Background: an optimization exercise with open tools, aiming at small area, a short achievable clock period and few clock cycles per item. Do not read the settings as production practice. Only the layout flow was run in this run; the RTL was not checked for function there. Power is estimated from default activity; no workload was simulated.

==> config.mk <==
export PLATFORM = sky130hd
export DESIGN_NAME = conv_arith
export DESIGN_NICKNAME = conv_arith
export VERILOG_FILES = /design/flow/design.v
export SDC_FILE = /design/flow/constraint.sdc
export NUM_CORES = 4
export LEC_CHECK = 0
export CAP_MARGIN = 20
export CORE_MARGIN = 2
export CORE_UTILIZATION = 40
export SLEW_MARGIN = 20
==> constraint.sdc <==
create_clock -name core_clock -period 17.0 [get_ports {clk}]
set_input_delay 3.4000 -clock core_clock [delete_from_list [all_inputs] [get_ports {clk}]]
set_output_delay 3.4000 -clock core_clock [all_outputs]
set_load 0.01 [all_outputs]
==> design.v <==
module conv_arith (
    input  wire        clk,
    input  wire        rst,           
    input  wire        start,         
    output wire        ready,
    input  wire [26:0] tz_v, ti_v, tr_v,    
    input  wire [26:0] tz_i, ti_i, tr_i,    
    input  wire [3:0]  flags_in,      
    input  wire [1:0]  ref_miss,      
    input  wire [19:0] q_len,         
    input  wire [30:0] vref,          
    input  wire [31:0] shunt,         
    output reg         done,          
    output wire [31:0] v_res,
    output wire [31:0] i_res,
    output reg  [2:0]  flags          
);
    localparam [16:0] C78125 = 17'd78125;    
    reg        rdy;
    reg        busy;
    reg  [5:0] cnt;
    reg        ph_mul, ph_aln, ph_vdiv, ph_vfin, ph_xdiv, ph_hor, ph_hlast, ph_idiv, ph_ifin;
    assign ready = rdy;
    wire take = rdy & start;
    wire [5:0] cnt_n = take ? 6'd1 : (busy ? cnt + 6'd1 : 6'd0);
    wire       busy_n = take | (busy & (cnt != 6'd47));
    always @(posedge clk) begin
        if (rst) begin
            rdy <= 1'b1; busy <= 1'b0; cnt <= 6'd0; done <= 1'b0;
            ph_mul <= 1'b0; ph_aln <= 1'b0; ph_vdiv <= 1'b0; ph_vfin <= 1'b0;
            ph_xdiv <= 1'b0; ph_hor <= 1'b0; ph_hlast <= 1'b0; ph_idiv <= 1'b0; ph_ifin <= 1'b0;
        end else begin
            busy     <= busy_n;
            cnt      <= cnt_n;
            rdy      <= ~busy_n;
            done     <= busy & (cnt == 6'd47);
            ph_mul   <= busy_n & (cnt_n >= 6'd1)  & (cnt_n <= 6'd7);
            ph_aln   <= busy_n & (cnt_n == 6'd8);
            ph_vdiv  <= busy_n & (cnt_n >= 6'd9)  & (cnt_n <= 6'd25);
            ph_vfin  <= busy_n & (cnt_n == 6'd26);
            ph_xdiv  <= busy_n & (cnt_n >= 6'd9)  & (cnt_n <= 6'd28);
            ph_hor   <= busy_n & (cnt_n >= 6'd10) & (cnt_n <= 6'd28);
            ph_hlast <= busy_n & (cnt_n == 6'd29);
            ph_idiv  <= busy_n & (cnt_n >= 6'd30) & (cnt_n <= 6'd46);
            ph_ifin  <= busy_n & (cnt_n == 6'd47);
        end
    end
    wire [27:0] s_num_v = {1'b0, ti_v} - {1'b0, tz_v};
    wire [27:0] s_den_v = {1'b0, tr_v} - {1'b0, tz_v};
    wire [27:0] s_num_i = {1'b0, ti_i} - {1'b0, tz_i};
    wire [27:0] s_den_i = {1'b0, tr_i} - {1'b0, tz_i};
    wire [27:0] s_qmin  = {2'b00, q_len, 6'd0};
    wire s_reff = ref_miss[0] | ref_miss[1] |
                  ($signed(s_den_v) < $signed(s_qmin)) | ($signed(s_den_i) < $signed(s_qmin));
    reg [30:0] vref_q;
    reg [31:0] shunt_q;
    reg [26:0] den_v, den_i;
    reg        neg_v, neg_i;      
    reg [3:0]  fin_q;
    reg        reff_q;
    always @(posedge clk) begin
        if (rdy) begin
            vref_q  <= vref;
            shunt_q <= shunt;
            den_v   <= s_den_v[26:0];
            den_i   <= s_den_i[26:0];
            neg_v   <= s_num_v[27];
            neg_i   <= s_num_i[27];
            fin_q   <= flags_in;
            reff_q  <= s_reff;
        end
    end
    function [34:0] booth_pp;    
        input b1, b0, bm, sgn;
        input [30:0] v;
        reg one, two, ng;
        reg [33:0] m;
        begin
            one = b0 ^ bm;
            two = (b1 & ~b0 & ~bm) | (~b1 & b0 & bm);
            ng  = b1 ^ sgn;
            m   = one ? {3'b000, v} : (two ? {2'b00, v, 1'b0} : 34'd0);
            booth_pp = {ng, ng ? ~m : m};
        end
    endfunction
    function [32:0] finish;      
        input [33:0] q;
        input        ng;
        reg   [31:0] h, r;
        reg          ovp, ovn;
        begin
            h   = q[32:1];
            ovp = q[33] | q[32] | (&q[31:0]);
            ovn = q[33] | (q[32] & (|q[31:0]));
            r   = (h + {{31{ng & ~q[0]}}, (ng & ~q[0]) | (~ng & q[0])}) ^ {32{ng}};
            if (ng) finish = ovn ? {1'b1, 32'h8000_0000} : {1'b0, r};
            else    finish = ovp ? {1'b1, 32'h7FFF_FFFF} : {1'b0, r};
        end
    endfunction
    function [32:0] result;      
        input [32:0] f;
        input        f_act, f_miss, reff;
        begin
            result[32] = f_act | f_miss | (~reff & f[32]);
            if (f_act | reff) result[31:0] = 32'h8000_0000;
            else if (f_miss)  result[31:0] = 32'h7FFF_FFFF;
            else              result[31:0] = f[31:0];
        end
    endfunction
    reg [31:0] rv;       
    reg [33:0] sv;       
    reg        bv;       
    wire [34:0] ppv0 = booth_pp(sv[1], sv[0], bv,    neg_v, vref_q);
    wire [34:0] ppv1 = booth_pp(sv[3], sv[2], sv[1], neg_v, vref_q);
    wire [33:0] av0 = ph_mul ? {{2{rv[31]}}, rv} : {5'd0, rv[27:0], sv[33]};
    wire [33:0] bv0 = ph_mul ? ppv0[33:0] : ~{7'd0, den_v};
    wire        cv0 = ph_mul ? ppv0[34] : 1'b1;
    wire [33:0] sv0 = av0 + bv0 + {33'd0, cv0};
    wire        qv0 = ~sv0[33];
    wire [27:0] rv0 = qv0 ? sv0[27:0] : av0[27:0];
    wire [31:0] mv0 = sv0[33:2];                  
    wire [33:0] av1 = ph_mul ? {{2{mv0[31]}}, mv0} : {5'd0, rv0, sv[32]};
    wire [33:0] bv1 = ph_mul ? ppv1[33:0] : ~{7'd0, den_v};
    wire        cv1 = ph_mul ? ppv1[34] : 1'b1;
    wire [33:0] sv1 = av1 + bv1 + {33'd0, cv1};
    wire        qv1 = ~sv1[33];
    wire [27:0] rv1 = qv1 ? sv1[27:0] : av1[27:0];
    wire [31:0] mv1 = sv1[33:2];
    wire [32:0] fin_v = result(finish(sv, neg_v), fin_q[0], fin_q[1], reff_q);
    always @(posedge clk) begin
        if (rdy) begin
            rv <= 32'd0;
            sv <= {6'd0, s_num_v};
            bv <= 1'b0;
        end else if (ph_mul) begin
            rv <= mv1;
            sv <= {6'd0, sv1[1:0], sv0[1:0], sv[27:4]};
            bv <= sv[3];
        end else if (ph_aln) begin
            rv <= {5'd0, rv[31:5]};
            sv <= {rv[4:0], sv[27:0], 1'b0};
        end else if (ph_vdiv) begin
            rv <= {4'd0, rv1};
            sv <= {sv[31:0], qv0, qv1};
        end else if (ph_vfin) begin
            sv <= {2'b00, fin_v[31:0]};
        end
    end
    always @(posedge clk) begin
        if (rst)          flags[0] <= 1'b0;
        else if (ph_vfin) flags[0] <= fin_v[32];
    end
    assign v_res = sv[31:0];
    reg [31:0] ri;       
    reg [39:0] si;       
    reg        bi;
    reg [54:0] y;        
    wire [34:0] ppi0 = booth_pp(si[1], si[0], bi,    neg_i, vref_q);
    wire [34:0] ppi1 = booth_pp(si[3], si[2], si[1], neg_i, vref_q);
    wire [31:0] dvi  = ph_xdiv ? {5'd0, den_i} : shunt_q;
    wire [33:0] ai0 = ph_mul ? {{2{ri[31]}}, ri} : {1'b0, ri, si[39]};
    wire [33:0] bi0 = ph_mul ? ppi0[33:0] : ~{2'd0, dvi};
    wire        ci0 = ph_mul ? ppi0[34] : 1'b1;
    wire [33:0] si0 = ai0 + bi0 + {33'd0, ci0};
    wire        qi0 = ~si0[33];
    wire [31:0] ri0 = qi0 ? si0[31:0] : ai0[31:0];
    wire [31:0] mi0 = si0[33:2];
    wire [33:0] ai1 = ph_mul ? {{2{mi0[31]}}, mi0} : {1'b0, ri0, si[38]};
    wire [33:0] bi1 = ph_mul ? ppi1[33:0] : ~{2'd0, dvi};
    wire        ci1 = ph_mul ? ppi1[34] : 1'b1;
    wire [33:0] si1 = ai1 + bi1 + {33'd0, ci1};
    wire        qi1 = ~si1[33];
    wire [31:0] ri1 = qi1 ? si1[31:0] : ai1[31:0];
    wire [31:0] mi1 = si1[33:2];
    wire [1:0]  hm   = ph_hlast ? ({1'b0, si[1]} + {1'b0, si[0]}) : si[1:0];
    wire [17:0] hmc  = (hm[0] ? {1'b0, C78125} : 18'd0) + (hm[1] ? {C78125, 1'b0} : 18'd0);
    wire [54:0] ysh  = ph_hlast ? {y[53:0], 1'b0} : {y[52:0], 2'b00};
    wire [18:0] ylo  = {1'b0, ysh[17:0]} + {1'b0, hmc};
    wire [54:0] ynx  = {ysh[54:18] + {36'd0, ylo[18]}, ylo[17:0]};
    wire [32:0] fin_i = result(finish(si[33:0], neg_i), fin_q[2], fin_q[3], reff_q);
    always @(posedge clk) begin
        if (rdy) begin
            ri <= 32'd0;
            si <= {12'd0, s_num_i};
            bi <= 1'b0;
        end else if (ph_mul) begin
            ri <= mi1;
            si <= {12'd0, si1[1:0], si0[1:0], si[27:4]};
            bi <= si[3];
        end else if (ph_aln) begin
            ri <= {14'd0, ri[31:14]};
            si <= {ri[13:0], si[27:2]};
        end else if (ph_xdiv | ph_idiv) begin
            ri <= ri1;
            si <= {si[37:0], qi0, qi1};
        end else if (ph_hlast) begin
            ri <= {3'd0, ynx[54:26]};
            si <= {ynx[25:0], 14'd0};
        end else if (ph_ifin) begin
            si <= {8'd0, fin_i[31:0]};
        end
    end
    always @(posedge clk) begin
        if (ph_hor | ph_hlast) y <= ynx;
        else                   y <= 55'd0;
    end
    always @(posedge clk) begin
        if (rst) flags[2:1] <= 2'b00;
        else if (ph_ifin) begin
            flags[1] <= fin_i[32];
            flags[2] <= reff_q;
        end
    end
    assign i_res = si[31:0];
endmodule
==> run.sh <==
#!/bin/bash
# synth_recipe.tcl (not shown) runs the flow's synth.tcl, then flattens the netlist and writes it again
# the make line also repeats each setting of config.mk as NAME=value (left out here)
make -C /OpenROAD-flow-scripts/flow DESIGN_CONFIG=/design/flow/config.mk WORK_HOME=/design/flow/orfs CLKGATE_MAP_FILE= SYNTH_SCRIPT=/design/flow/synth_recipe.tcl finish
==> metrics.md <==
| Metric | Value |
|---|---|
| Outcome | no timing/DRC/antenna violations |
| Drt pass-1 iters | 6 |
| Multi-input logic area | between 0.03 and 0.04 sq mm |
| Final TNS setup | 0 ps |
| Netlist cell types | around 100 |
| H-tree level count | 2 |
| Final period utilization | 59.10% |
| Post-Route Utilization | 45.82% |
| IO Pins | 323 |
| Largest net degree at the start of global routing | 93 |
| Top cells by area, synth | edfxtp_1 (13%), ha_1 (11%), dfxtp_1 (7.6%) |
| CP most frequent cell | buf_4 |
| Syn avg cell area | slightly below 8 sq um |
| Post-Place Cells | between 6000 and 7000 |
| Number of synthesized flops with an enable pin | between 150 and 200 |
| Crit path buffers/inverters | 4 |
| Critical Path RT | about 18000 ps |
| Crit path kind | reg -> reg |
| Post-synthesis register bit count | 339 |
| Stages on worst setup path | 29 |
| Gr usage total | a little under 30% |
| Setup crit end | rv[0] |
| Layout cell share with drive strength beyond 1 | 6.023% |
| Routed wire length | 164400 um |
| Fmax | between 90 and 100 MHz |
| Synth top cells by count | a21oi_1 (463), nand2_1 (417), ha_1 (365), nor2_1 (365), o21ai_0 (308) |
| Worst-Margin Slew | between 1000 and 1500 ps |
| CP max FO | just over 90 |
| Mapped cell area | around 0.042 sq mm |
| Sequential element share of the synthesized area | about a fifth |
| Critical path's slowest cell | buf_4 |
| Post-synth top area cell | edfxtp_1 |
| CP delay by family, top | compound AO/OA/AOI/OAI gates |
| Top_reg_cell synth | edfxtp_1 |
| Drt via density | ~6.2 |
| Number of global-route vias before repair | ~40000 |
| Initial DRC count | between 5000 and 6000 |
| Area share of the largest cell type after synthesis | ~13% |
| Residual DRC | 0 |
| Ant. Diodes | 0 |
| Syn Inst Count | around 5300 |
| R2R Setup Slk | 6950 ps |
| Leakage power | about 19 nW |
| Port-buffer cells | about 320 |
| GRT overflow | 0 |
| Final Skew | 29.91 ps |
| Cts hold-fix bufs | 0 |
| CP arrival | roughly 11000 ps |
| Rows | 118 |
| Slowest stage delay, CP | between 800 and 900 ps |
| Clock sinks | 339 |
| Initial cell density of the core | between 40 and 50% |
| Fin. Hold Viols | 0 |
| Syn_nets | 5958 |
| Post-layout net count | ~6000 |
| Pins Over Slew Limit | 0 |
| # Max-Cap Violations | 0 |
| Root buffer selected by CTS | clkbuf_16 |
| Post-route ant nets | 0 |
| Tmin final | ~10000 ps |
| Pwr dens | between 100 and 150 mW/mm^2 |
| Crit. Startpoint | ph_mul |
| Worst r2r dst | rv[0] |
| Synthesis-to-layout area growth | 13.64% |
| Initial antenna violation count | 7 |
| Launching point of the worst reg2reg path | ph_mul |
| Worst-path clk slew | 60 ps |
| Die H | between 300 and 400 um |
| Relative slew slack | roughly an eighth |
| Setup Buffers After CTS | 0 |
| Peak supply drop | roughly 0.000088 V |
| Global-route wire length before repair | 247000 um |
| Worst reg2reg path depth | 29 |
| Non-Filler Instances | 6826 |
| Core area | 0.1035 sq mm |
| Clock latency on the worst-skew pair | approximately 630 ps |
| Crit path launch type | register |
| Final setup viols | 0 |
| Flip-flop and latch area | about 0.0086 sq mm |
| Hold Path Class | reg -> reg |
| Die area | roughly 0.11 sq mm |
| CTS Buf Count | 47 |
| Async SR Flop Fraction | 0% |
| Die width | between 300 and 400 um |
| Post-detail-place hpwl | 126800 um |
| RSZ-0062 raised after global routing | no |
| Max clock buf depth | 3 |
| CTS tree | yes |
| Via count | 42530 |
| Setup crit end kind | register |
| Fill cells | 10330 |
| Cell with the most instances after synthesis | a21oi_1 |
| GP Congestion | 0.9805 |
| Resized cells post-CTS | 0 |
| Yosys synthesis warning count | 1 |
| Routed WL per cell | 24.09 um |
-- state kept, by name, summed over array words and instances, names as in the netlist, 3 cells and up --
signal / flops
y: 54
si: 40
sv: 34
ri: 32
rv: 32
shunt_q: 32
vref_q: 31
den_i: 27
den_v: 27
cnt: 6
fin_q: 4
flags: 3
-- tightest hold or removal path, cell delays in order (launching register included) --
cell,delay [ps]
dfxtp_1,330
a21oi_1,60
nor2_1,70
-- worst min-delay path by stage --
stage | cells after the start | start | endpoint | slack, ps
floorplan | 2 | rv[29] | rv[29] | 440
global placement | 2 | si[34] | si[34] | 470
detailed placement | 2 | si[34] | si[34] | 480
CTS | 2 | si[34] | si[34] | 500
global route | 2 | si[37] | si[37] | 540
finish | 2 | si[34] | si[34] | 500
-- layer usage --
metal / track usage (%) / part of all wire, %
met1: 41.12 / 44
met2: 45.44 / 43
met3: 5.801 / 9.1
met4: 9.962 / 3.6
met5: 0 / 0
-- cell type report --
cell class	instances	area share, %
clock buffer	56	2.660
clock inverter	30	0.7467
inverter	228	1.807
multi-input combinational	4388	64.89
sequential	339	18.15
tap	1380	3.641
timing repair buffer	405	8.111
-- logic make-up after synthesis --
group	share of synthesized area, %
AOI/OAI and AO/OA	30.13
and+or+nand+nor	17.56
buffers and inverters	6.077
xor gates and xnor gates	9.636
adders and majority gates	11.66
DFF	20.58
muxes	4.350
-- power breakdown --
group | total (W) | switching, W | internal [W]
Clock | 0.00107 | 0.000430 | 0.000636
Sequential | 0.00112 | 0.000159 | 0.000964
Combinational | 0.00266 | 0.00161 | 0.00105
-- per-stage QoR --
| step | setup WS (ps) | total power [W] | hold WS, ps | area, sq um |
|---|---|---|---|---|
| floorplan | 9414 | 0.002958 | 439.3 | 41730 |
| global placement | 7467 | 0.003721 | 466.1 | 45800 |
| detailed placement | 7237 | 0.003725 | 482.5 | 45810 |
| CTS | 7230 | 0.004808 | 496.0 | 47420 |
| global route | 6273 | 0.005128 | 535.3 | 47420 |
| finish | 6953 | 0.004855 | 497.5 | 47420 |
-- cell usage in the layout, fill, tap and decap left out, types with 59 or more instances in the layout --
cell,netlist,routed
xor2_1,212,205
nor3_1,118,116
nor2_1,365,361
mux2_2,78,78
o211ai_1,86,86
xnor2_1,239,238
o21ai_0,308,307
nand3_1,124,124
o21a_1,71,71
and3_1,59,59
inv_1,227,225
dfxtp_1,159,153
nand2b_1,63,63
a211oi_1,112,110
clkdlybuf4s50_1,0,322
a21o_1,196,196
edfxtp_1,180,180
a22oi_1,161,161
nor2b_1,122,122
ha_1,365,365
nand2_1,417,417
a21oi_1,463,463
mux2i_1,88,88
buf_4,64,83

-- separate check: timing with driven ports --
How much do the figures lean on ideal ports? The routed layout below was timed once more, with nothing changed but the port constraints. Step 1 assumes that a clkbuf_16 drives the clock port and a buf_2 every other input. Step 2 moves the port delays by t, midway between the first and last clock arrival at a register: inputs arrive t later, outputs are due t later. That takes back most of the time a late clock gives input paths. Three values: no drivers, after step 1, after step 2; two values: the first two.
t, ns: 0.680
setup WS [ns]: 6.953 / 6.953 / 6.953
worst register clock-pin slew, ns: 0.07 / 0.07
worst slew at a driven data input, ns: 0.14
After both steps this run still meets setup and hold. For this run, drivers alone change the setup slack by 0.000 ns; drivers and shift together by 0.000 ns.
